Source: an optimization exercise on an open RTL-to-GDS flow (aim: small area, a short achievable clock period and few clock cycles per item). Production flows keep margins and buffers that such runs may drop.
Function was checked by simulation only, so behaviour that the tests miss may differ from the original.
Power and IR drop assume default switching activity.

==> 10-07: inputs <==
Design chord_mac, start of the top module:
module chord_mac (
    input  wire        clk,
    input  wire        rst,
    input  wire        in_valid,
    output wire        in_ready,
    input  wire [2:0]  in_op,
    input  wire        in_x,
    input  wire [31:0] in_a,
    input  wire [31:0] in_b,
    input  wire        in_frac,
    input  wire        in_wrap,
    input  wire        in_rnd,
    input  wire [1:0]  in_form,
    input  wire [6:0]  in_sh7,
    output reg         out_valid,
    output reg  [71:0] out_data,
    output reg         out_flag
);
    localparam [2:0] OP_MPY  = 3'd0;
    localparam [2:0] OP_MAC  = 3'd1;
    localparam [2:0] OP_MSU  = 3'd2;
    localparam [2:0] OP_CLRX = 3'd3;
    localparam [2:0] OP_LDX  = 3'd4;
    localparam [2:0] OP_EXT  = 3'd5;
    assign in_ready = 1'b1;
    genvar gi;
    wire i_msu = (in_op == OP_MSU);
    wire i_ldx = (in_op == OP_LDX);
    reg        v0, x0, mpy0, mac0, msu0, ext0, clr0, ldx0;
    reg        frac0, wrap0, rnd0, spec0;
    reg [1:0]  form0;
    reg [6:0]  sh0;
    reg [32:0] ma0;                  
    reg [15:0] one0, two0, neg0;     
    always @(posedge clk) begin
        v0    <= in_valid & ~rst;
        x0    <= in_x;
        mpy0  <= (in_op == OP_MPY);
        mac0  <= (in_op == OP_MAC);
        msu0  <= i_msu;
        ext0  <= (in_op == OP_EXT);
        clr0  <= (in_op == OP_CLRX);
        ldx0  <= i_ldx;
        wrap0 <= in_wrap;
        rnd0  <= in_rnd;
        form0 <= in_form;
        sh0   <= in_sh7;
        frac0 <= in_frac;
        ma0   <= in_frac ? {in_a, 1'b0} : {in_a[31], in_a};
        spec0 <= in_frac & (in_a == 32'h8000_0000) & (in_b == 32'h8000_0000);
    end
    generate
        for (gi = 0; gi < 16; gi = gi + 1) begin : g_benc
            wire bh = in_b[2*gi+1];
            wire bm = in_b[2*gi];
            wire bl = (gi == 0) ? 1'b0 : in_b[2*gi-1];
            always @(posedge clk) begin
  ...
clock: 22.0 ns
lec_check: 0
cap_margin: 20
core_margin: 2
core_utilization: 40
slew_margin: 20
run.sh (not shown) runs the stock make flow with config.mk's settings and CLKGATE_MAP_FILE= SYNTH_SCRIPT=/design/flow/synth_recipe.tcl, a recipe that flattens the netlist after the stock synthesis.
==> 02-13: changes against 10-07 <==
--- a/flow/design.v
+++ b/flow/design.v
@@ -22,17 +22,17 @@
     localparam [2:0] OP_CLRX = 3'd3;
     localparam [2:0] OP_LDX  = 3'd4;
     localparam [2:0] OP_EXT  = 3'd5;
     assign in_ready = 1'b1;
     genvar gi;
     wire i_msu = (in_op == OP_MSU);
     wire i_ldx = (in_op == OP_LDX);
     reg        v0, x0, mpy0, mac0, msu0, ext0, clr0, ldx0;
-    reg        frac0, wrap0, rnd0, spec0;
+    reg        wrap0, rnd0, spec0;
     reg [1:0]  form0;
     reg [6:0]  sh0;
     reg [32:0] ma0;                  
     reg [15:0] one0, two0, neg0;     
     always @(posedge clk) begin
         v0    <= in_valid & ~rst;
         x0    <= in_x;
         mpy0  <= (in_op == OP_MPY);
@@ -40,53 +40,56 @@
         msu0  <= i_msu;
         ext0  <= (in_op == OP_EXT);
         clr0  <= (in_op == OP_CLRX);
         ldx0  <= i_ldx;
         wrap0 <= in_wrap;
         rnd0  <= in_rnd;
         form0 <= in_form;
         sh0   <= in_sh7;
-        frac0 <= in_frac;
-        ma0   <= in_frac ? {in_a, 1'b0} : {in_a[31], in_a};
-        spec0 <= in_frac & (in_a == 32'h8000_0000) & (in_b == 32'h8000_0000);
+        ma0   <= i_ldx ? {in_b, 1'b0} : in_frac ? {in_a, 1'b0} : {in_a[31], in_a};
+        spec0 <= in_frac & ~i_ldx & (in_a == 32'h8000_0000) & (in_b == 32'h8000_0000);
     end
     generate
         for (gi = 0; gi < 16; gi = gi + 1) begin : g_benc
             wire bh = in_b[2*gi+1];
             wire bm = in_b[2*gi];
             wire bl = (gi == 0) ? 1'b0 : in_b[2*gi-1];
             always @(posedge clk) begin
-                one0[gi] <= bm ^ bl;
-                two0[gi] <= (bh & ~bm & ~bl) | (~bh & bm & bl);
-                neg0[gi] <= bh ^ i_msu;
+                one0[gi] <= i_ldx ? in_a[gi]    : bm ^ bl;
+                two0[gi] <= i_ldx ? in_a[16+gi] : (bh & ~bm & ~bl) | (~bh & bm & bl);
+                neg0[gi] <= ~i_ldx & (bh ^ i_msu);
             end
         end
     endgenerate
+    wire [31:0] al   = {two0, one0};
+    wire [15:0] onee = one0 & {16{~ldx0}};
+    wire [15:0] twoe = (two0 & {16{~ldx0}}) | {ldx0, 15'd0};
     wire [33:0] ma1 = {ma0[32], ma0};
     wire [33:0] ma2 = {ma0, 1'b0};
     wire [16*34-1:0] ppf;
     generate
         for (gi = 0; gi < 16; gi = gi + 1) begin : g_pp
-            wire [33:0] pp = (({34{one0[gi]}} & ma1) | ({34{two0[gi]}} & ma2)) ^ {34{neg0[gi]}};
+            wire [33:0] pp = (({34{onee[gi]}} & ma1) | ({34{twoe[gi]}} & ma2)) ^ {34{neg0[gi]}};
             assign ppf[gi*34 +: 34] = {~pp[33], pp[32:0]};
         end
     endgenerate
     wire specm = spec0 & ~msu0;
-    wire [30:0] xr;
+    wire [31:0] xr;
     generate
         for (gi = 0; gi < 30; gi = gi + 1) begin : g_xr
             if (gi % 2 == 0) begin : ev
-                assign xr[gi] = neg0[gi/2] | specm;
+                assign xr[gi] = neg0[gi/2] | specm | (ldx0 & al[gi]);
             end else begin : od
-                assign xr[gi] = specm;
+                assign xr[gi] = specm | (ldx0 & al[gi]);
             end
         end
     endgenerate
-    assign xr[30] = neg0[15] & ~specm;
+    assign xr[30] = (neg0[15] & ~specm) | (ldx0 & al[30]);
+    assign xr[31] = ldx0 & al[31];
     wire [72:0] ps, pc;
     wire dd1 = ppf[24] ^ ppf[56];
     wire dd2 = ppf[24] & ppf[56];
     wire dd3 = ppf[25] ^ ppf[57] ^ ppf[89];
     wire dd4 = (ppf[25] & ppf[57]) | (ppf[25] & ppf[89]) | (ppf[57] & ppf[89]);
     wire dd5 = ppf[26] ^ ppf[58] ^ ppf[90];
     wire dd6 = (ppf[26] & ppf[58]) | (ppf[26] & ppf[90]) | (ppf[58] & ppf[90]);
     wire dd7 = ppf[122] ^ ppf[154];
@@ -116,18 +119,18 @@
     wire dd31 = ppf[318] ^ ppf[350];
     wire dd32 = ppf[318] & ppf[350];
     wire dd33 = ppf[31] ^ ppf[63] ^ ppf[95];
     wire dd34 = (ppf[31] & ppf[63]) | (ppf[31] & ppf[95]) | (ppf[63] & ppf[95]);
     wire dd35 = ppf[127] ^ ppf[159] ^ ppf[191];
     wire dd36 = (ppf[127] & ppf[159]) | (ppf[127] & ppf[191]) | (ppf[159] & ppf[191]);
     wire dd37 = ppf[223] ^ ppf[255] ^ ppf[287];
     wire dd38 = (ppf[223] & ppf[255]) | (ppf[223] & ppf[287]) | (ppf[255] & ppf[287]);
-    wire dd39 = ppf[319] ^ ppf[351];
-    wire dd40 = ppf[319] & ppf[351];
+    wire dd39 = ppf[319] ^ ppf[351] ^ ppf[383];
+    wire dd40 = (ppf[319] & ppf[351]) | (ppf[319] & ppf[383]) | (ppf[351] & ppf[383]);
     wire dd41 = ppf[32] ^ ppf[64] ^ ppf[96];
     wire dd42 = (ppf[32] & ppf[64]) | (ppf[32] & ppf[96]) | (ppf[64] & ppf[96]);
     wire dd43 = ppf[128] ^ ppf[160] ^ ppf[192];
     wire dd44 = (ppf[128] & ppf[160]) | (ppf[128] & ppf[192]) | (ppf[160] & ppf[192]);
     wire dd45 = ppf[224] ^ ppf[256] ^ ppf[288];
     wire dd46 = (ppf[224] & ppf[256]) | (ppf[224] & ppf[288]) | (ppf[256] & ppf[288]);
     wire dd47 = ppf[320] ^ ppf[352];
     wire dd48 = ppf[320] & ppf[352];
@@ -262,20 +265,20 @@
     wire dd177 = ppf[382] ^ ppf[414] ^ ppf[446];
     wire dd178 = (ppf[382] & ppf[414]) | (ppf[382] & ppf[446]) | (ppf[414] & ppf[446]);
     wire dd179 = ppf[478] ^ ppf[510] ^ xr[30];
     wire dd180 = (ppf[478] & ppf[510]) | (ppf[478] & xr[30]) | (ppf[510] & xr[30]);
     wire dd181 = dd25 ^ dd27 ^ dd29;
     wire dd182 = (dd25 & dd27) | (dd25 & dd29) | (dd27 & dd29);
     wire dd183 = dd31 ^ dd20 ^ dd22;
     wire dd184 = (dd31 & dd20) | (dd31 & dd22) | (dd20 & dd22);
-    wire dd185 = ppf[383] ^ ppf[415] ^ ppf[447];
-    wire dd186 = (ppf[383] & ppf[415]) | (ppf[383] & ppf[447]) | (ppf[415] & ppf[447]);
-    wire dd187 = ppf[479] ^ ppf[511] ^ dd33;
-    wire dd188 = (ppf[479] & ppf[511]) | (ppf[479] & dd33) | (ppf[511] & dd33);
+    wire dd185 = ppf[415] ^ ppf[447] ^ ppf[479];
+    wire dd186 = (ppf[415] & ppf[447]) | (ppf[415] & ppf[479]) | (ppf[447] & ppf[479]);
+    wire dd187 = ppf[511] ^ xr[31] ^ dd33;
+    wire dd188 = (ppf[511] & xr[31]) | (ppf[511] & dd33) | (xr[31] & dd33);
     wire dd189 = dd35 ^ dd37 ^ dd39;
     wire dd190 = (dd35 & dd37) | (dd35 & dd39) | (dd37 & dd39);
     wire dd191 = dd26 ^ dd28 ^ dd30;
     wire dd192 = (dd26 & dd28) | (dd26 & dd30) | (dd28 & dd30);
     wire dd193 = ppf[384] ^ ppf[416] ^ ppf[448];
     wire dd194 = (ppf[384] & ppf[416]) | (ppf[384] & ppf[448]) | (ppf[416] & ppf[448]);
     wire dd195 = ppf[480] ^ ppf[512] ^ dd41;
     wire dd196 = (ppf[480] & ppf[512]) | (ppf[480] & dd41) | (ppf[512] & dd41);
@@ -1070,29 +1073,16 @@
     wire dd985 = ~(dd867 ^ dd866);
     wire dd986 = dd867 | dd866;
     wire dd987 = ppf[509] ^ ppf[541] ^ dd868;
     wire dd988 = (ppf[509] & ppf[541]) | (ppf[509] & dd868) | (ppf[541] & dd868);
     wire dd989 = ~ppf[542];
     wire dd990 = ppf[542];
     assign ps = {1'b1, 1'b1, 1'b1, 1'b1, 1'b1, 1'b1, 1'b1, 1'b1, 1'b1, ppf[543], dd989, dd987, dd985, dd983, dd981, dd979, dd977, dd975, dd973, dd971, dd969, dd967, dd965, dd963, dd961, dd959, dd957, dd955, dd953, dd951, dd949, dd947, dd945, dd943, dd941, dd939, dd937, dd935, dd933, dd931, dd929, dd927, dd925, dd923, dd921, dd919, dd917, dd915, dd913, dd911, dd909, dd907, dd905, dd903, dd901, dd899, dd897, dd895, dd893, dd891, dd889, dd887, dd885, dd883, dd881, dd879, dd877, dd875, dd873, dd871, xr[2], ppf[1], ppf[0]};
     assign pc = {1'b0, 1'b0, 1'b0, 1'b0, 1'b0, 1'b0, 1'b0, 1'b0, 1'b0, dd990, dd988, dd986, dd984, dd982, dd980, dd978, dd976, dd974, dd972, dd970, dd968, dd966, dd964, dd962, dd960, dd958, dd956, dd954, dd952, dd950, dd948, dd946, dd944, dd942, dd940, dd938, dd936, dd934, dd932, dd930, dd928, dd926, dd924, dd922, dd920, dd918, dd916, dd914, dd912, dd910, dd908, dd906, dd904, dd902, dd900, dd898, dd896, dd894, dd892, dd890, dd888, dd886, dd884, dd882, dd880, dd878, dd876, dd874, dd872, dd870, dd869, xr[1], xr[0]};
-    wire [31:0] bldx;
-    generate
-        for (gi = 0; gi < 16; gi = gi + 1) begin : g_bldx
-            assign bldx[2*gi+1] = neg0[gi];
-            if (gi == 0) begin : b0
-                assign bldx[0] = one0[0];
-            end else begin : bn
-                assign bldx[2*gi] = one0[gi] ^ neg0[gi-1];
-            end
-        end
-    endgenerate
-    wire [31:0] aldx = frac0 ? ma0[32:1] : ma0[31:0];
-    wire [72:0] ldv  = {{9{bldx[31]}}, bldx, aldx};
     reg        v1, x1, mpy1, mac1, msu1, ext1, clr1, ldx1, wrap1, rnd1, flt1, w641, k321, ci1;
     reg        ga1, gb1;
     reg [6:0]  sh1;
     reg [72:0] s1, c1;
     reg        ha, hb, za, zb;
     wire       t2a = v1 & ~x1 & ~ext1;
     wire       t2b = v1 &  x1 & ~ext1;
     wire       za_n = rst | (t2a ? clr1 : za);
@@ -1106,73 +1096,52 @@
         ext1  <= ext0;
         clr1  <= clr0;
         ldx1  <= ldx0;
         wrap1 <= wrap0;
         rnd1  <= rnd0;
         flt1  <= ext0 & (form0 == 2'b11);
         w641  <= (form0 == 2'b10);
         ci1   <= spec0 & msu0;
-        ga1   <= (mac0 | msu0) & ~x0 & ~za_n;
-        gb1   <= (mac0 | msu0) &  x0 & ~zb_n;
+        ga1   <= (mac0 | msu0 | ext0) & ~x0 & ~za_n;
+        gb1   <= (mac0 | msu0 | ext0) &  x0 & ~zb_n;
         k321  <= (form0 == 2'b01);
         sh1   <= sh0;
-        s1    <= ldx0 ? ldv : ps;
-        c1    <= ldx0 ? 73'd0 : pc;
+        s1    <= ps;
+        c1    <= pc;
     end
     reg [71:0] xa, xb;
     wire [72:0] base = ({73{ga1}} & {xa[71], xa}) | ({73{gb1}} & {xb[71], xb});
     wire [72:0] t_s  = base ^ s1 ^ c1;
     wire [72:0] t_c  = (base & s1) | (base & c1) | (s1 & c1);
     wire [72:0] sum  = t_s + {t_c[71:0], ci1};
     wire        ovf  = sum[72] ^ sum[71];
-    wire [71:0] accr = x1 ? xb : xa;
+    wire [71:0] accr = base[71:0];       
     wire        hold = x1 ? hb : ha;
-    wire        zsel = x1 ? zb : za;
     wire        mm   = mac1 | msu1;
     wire        wrt  = v1 & (mpy1 | ldx1 | (mm & ~hold));
     always @(posedge clk) begin
         if (wrt & ~x1) xa <= sum[71:0];
         if (wrt &  x1) xb <= sum[71:0];
         za <= za_n;
         zb <= zb_n;
         if (rst) begin
             ha <= 1'b0; hb <= 1'b0;
         end else begin
             if (t2a & ~(mm & ha)) ha <= mm & ovf & ~wrap1;
             if (t2b & ~(mm & hb)) hb <= mm & ovf & ~wrap1;
         end
     end
     wire        sgs  = ~accr[71];
     wire [71:0] acce = hold ? {sgs, {71{~sgs}}} : accr;
-    reg        v2, ext2, flt2, w642, k322, rnd2, oz2, flag2, sat2, satn2;
-    reg [6:0]  sh2;
-    reg [71:0] r2;
-    always @(posedge clk) begin
-        v2    <= v1 & ~rst;
-        ext2  <= ext1;
-        flt2  <= flt1;
-        w642  <= w641;
-        rnd2  <= rnd1;
-        oz2   <= ext1 ? zsel : clr1;
-        flag2 <= mm & ~hold & ovf;
-        sat2  <= mm & (hold | (ovf & ~wrap1));
-        satn2 <= hold ? sgs : sum[72];
-        k322  <= k321;
-        sh2   <= sh1;
-        r2    <= ext1 ? acce : sum[71:0];
-    end
-    wire        sgn  = r2[71];
-    wire        fneg = flt2 & sgn;
-    wire [71:0] oc   = r2 ^ {72{fneg}};
-    wire [71:0] mag  = oc + {71'd0, fneg};
-    wire        ez   = (r2 == 72'd0);
-    wire [6:0]  kk   = k322 ? sh2 + 7'd32 : sh2;
+    wire        sgn  = acce[71];
+    wire [71:0] oc   = acce ^ {72{sgn}};
+    wire [6:0]  kk   = k321 ? sh1 + 7'd32 : sh1;
     wire [6:0]  sint = kk + 7'd23;
-    wire [6:0]  qq   = kk + (w642 ? 7'd64 : 7'd32);    
+    wire [6:0]  qq   = kk + (w641 ? 7'd64 : 7'd32);    
     wire [127:0] lzin = {56'd0, oc};
     wire [8*128-1:0]   lv;
     wire [8*128*7-1:0] lp;
     genvar gl, gn;
     generate
         for (gn = 0; gn < 128; gn = gn + 1) begin : g_l0
             assign lv[gn] = lzin[gn];
             assign lp[gn*7 +: 7] = 7'd0;
@@ -1188,44 +1157,39 @@
             end
             for (gn = (128 >> gl); gn < 128; gn = gn + 1) begin : g_lz
                 assign lv[gl*128 + gn] = 1'b0;
                 assign lp[(gl*128 + gn)*7 +: 7] = 7'd0;
             end
         end
     endgenerate
     wire [6:0] msb = lp[(7*128)*7 +: 7];
-    wire [71:0] dsg = r2 ^ {72{sgn}};
-    wire [71:0] gem;
-    generate
-        for (gn = 0; gn < 72; gn = gn + 1) begin : g_gem
-            assign gem[gn] = (qq <= gn);
-        end
-    endgenerate
-    wire hibad = |(dsg & gem);
+    wire       lzv = lv[7*128];
+    wire hibad = lzv & (msb >= qq);
+    wire ez    = ~lzv & ~sgn;
     reg        v2b, ext2b, flt2b, w642b, rnd2b, sgn2b, oz2b, flag2b, hib2b, sat2b, satn2b;
     reg [6:0]  s2b, sh2b;
     reg [71:0] r2b;
     always @(posedge clk) begin
-        v2b    <= v2 & ~rst;
-        ext2b  <= ext2;
-        flt2b  <= flt2;
-        w642b  <= w642;
-        rnd2b  <= rnd2;
+        v2b    <= v1 & ~rst;
+        ext2b  <= ext1;
+        flt2b  <= flt1;
+        w642b  <= w641;
+        rnd2b  <= rnd1;
         sgn2b  <= sgn;
-        oz2b   <= oz2 | (ext2 & ez);
-        flag2b <= flag2;
+        oz2b   <= ext1 ? ez : clr1;
+        flag2b <= mm & ~hold & ovf;
         hib2b  <= hibad;
-        sat2b  <= sat2;
-        satn2b <= satn2;
-        s2b    <= ext2 ? (flt2 ? msb : sint) : 7'd23;
-        sh2b   <= sh2;
-        r2b    <= mag;
+        sat2b  <= mm & (hold | (ovf & ~wrap1));
+        satn2b <= hold ? sgs : sum[72];
+        s2b    <= ext1 ? (flt1 ? msb : sint) : 7'd23;
+        sh2b   <= sh1;
+        r2b    <= ext1 ? acce : sum[71:0];
     end
-    wire        fill = sgn2b & ~flt2b;
+    wire        fill = sgn2b;
     wire [96:0] wv   = {fill, r2b, 24'd0};
     wire [96:0] us   = $signed(wv) >>> s2b;
     wire [71:0] lm;
     generate
         for (gn = 0; gn < 72; gn = gn + 1) begin : g_lm
             assign lm[gn] = (s2b >= gn + 25);
         end
     endgenerate
@@ -1245,19 +1209,21 @@
         hib3  <= hib2b;
         sat3  <= sat2b;
         satn3 <= satn2b;
         st3   <= |(r2b & lm);
         e3    <= {1'b0, s2b} + 8'd127 - {sh2b[6], sh2b};
         u3    <= us[66:0];
         rh3   <= r2b[71:66];
     end
+    wire        finv = flt3 & sgn3;
     wire        g    = u3[0];
-    wire        up   = ext3 & (flt3 ? (g & (st3 | u3[1])) : (rnd3 & g & (st3 | ~sgn3)));
-    wire [65:0] vr   = u3[66:1] + {65'd0, up};
+    wire        upf  = finv ? (~g | (~st3 & ~u3[1])) : (g & (st3 | u3[1]));
+    wire        up   = ext3 & (flt3 ? upf : (rnd3 & g & (st3 | ~sgn3)));
+    wire [65:0] vr   = {u3[66:26], u3[25:1] ^ {25{finv}}} + {65'd0, up};
     wire vW   = w643 ? vr[64] : vr[32];
     wire vW1  = w643 ? vr[63] : vr[31];
     wire satp = ~sgn3 & (hib3 | vW | vW1);
     wire satq =  sgn3 & (hib3 | (vW & ~vW1));
     wire isat = satp | satq;
     wire [31:0] lo_sat = satp ? (w643 ? 32'hFFFF_FFFF : 32'h7FFF_FFFF) : (w643 ? 32'h0000_0000 : 32'h8000_0000);
     wire [31:0] hi_sat = satp ? 32'h7FFF_FFFF : 32'h8000_0000;
     wire [31:0] ilo    = isat ? lo_sat : vr[31:0];
==> flow/flow/run.sh (new file) <==
#!/bin/bash
set -euo pipefail
bash standard.sh SETUP_SLACK_MARGIN=16.5 "BUFFER_PORTS_ARGS=-buffer_cell sky130_fd_sc_hd__buf_2" finish > standard_flow.log 2>&1
==> flow/standard.sh (new file) <==
#!/bin/bash
# synth_recipe.tcl (not shown) runs the flow's synth.tcl, then flattens the netlist and writes it again
# the make line also repeats each setting of config.mk as NAME=value (left out here)
make -C /OpenROAD-flow-scripts/flow DESIGN_CONFIG=/design/flow/config.mk WORK_HOME=/design/flow/orfs CLKGATE_MAP_FILE= SYNTH_SCRIPT=/design/flow/synth_recipe.tcl "${@:-finish}"
Settings changed: CTS_CLUSTER_DIAMETER set to 100, CTS_CLUSTER_SIZE set to 24.
removed: flow/run.sh
==> notes <==
- 10-07 passed the timing, DRC and antenna checks. 02-13 finished with timing, DRC and antenna clean.
- Against 10-07, the synthesized cell count of 02-13 is smaller by 11%.
- Between 10-07 and 02-13, the lower synthesized area is in 02-13 (gap about 11%, measured against 02-13).
- In 02-13 the sequential share of layout area is higher than in 10-07, by 0.27 points.
- Of 10-07 and 02-13, 10-07 has the higher routed wire length (gap 21%, measured against 02-13).
- Of 02-13 and 10-07, 10-07 has the higher via count (gap 12%, measured against 10-07).
- Of 02-13 and 10-07, 10-07 has the higher combinational power (gap about 9%, measured against 10-07).
==> figures <==
| metric | 10-07 | 02-13 |
|---|---|---|
| Worst path slowest cell | clkdlybuf4s50_1 | dfxtp_2 |
| Share of total power in combinational logic | 0.690 | 0.729 |
| Sw Ratio | 0.498 | 0.514 |
| Result of the run | complete, no violations | complete, no violations |
| Number of instances resized during post-cts repair | 0 | 52 |
| Total global routing track utilization | 0.294 | 0.268 |
| FFs & Latches | 755 | 664 |
| Share of total power in the clock network | 0.109 | 0.072 |
| Die W | 410 µm | 390 µm |
| Pin count of the biggest net entering global routing | 87 | 124 |
| Startpoint of the most critical hold path | oz2b | sh0[4] |
| Worst clock skew | 0.0246 ns | 0.0664 ns |
| Multiplexer share of the synthesized area | 0.0715 | 0.0636 |
Testbench counts of 10-07, summed over its fixed seeds: cycles 24,048, items 24,000.
Testbench counts of 02-13, summed over its fixed seeds: cycles 24,040, items 24,000.

-- what the ideal ports hide --
No port has a modelled driver above. Below, the same layouts with a new extraction and two added sets of constraints. Step 1, drivers: a clkbuf_16 drives clk and a buf_2 each remaining input, both assumed. Step 2 moves the port delays by t, midway between the first and last clock arrival at a register: inputs arrive t later, outputs are due t later. That takes back most of the time a late clock gives input paths. a / b / c = no drivers / after step 1 / after step 2; a / b = the first two.
| run | t, ns | setup WS [ns] | hold WS [ns] | worst setup path after step 2 | latest minus earliest clock arrival (ns) |
|---|---|---|---|---|---|
| 10-07 | 0.782 | 15.994 / 15.913 / 15.782 | 0.324 / 0.324 / 0.324 | input to register | 0.030 / 0.029 |
| 02-13 | 0.728 | 16.462 / 16.381 / 15.942 | 0.289 / 0.289 / 0.289 | input to register | 0.066 / 0.067 |
After both steps every run listed still meets setup and hold. The setup slack of 02-13, which loses most, moves by -0.081 ns with the drivers and by -0.520 ns with both steps.
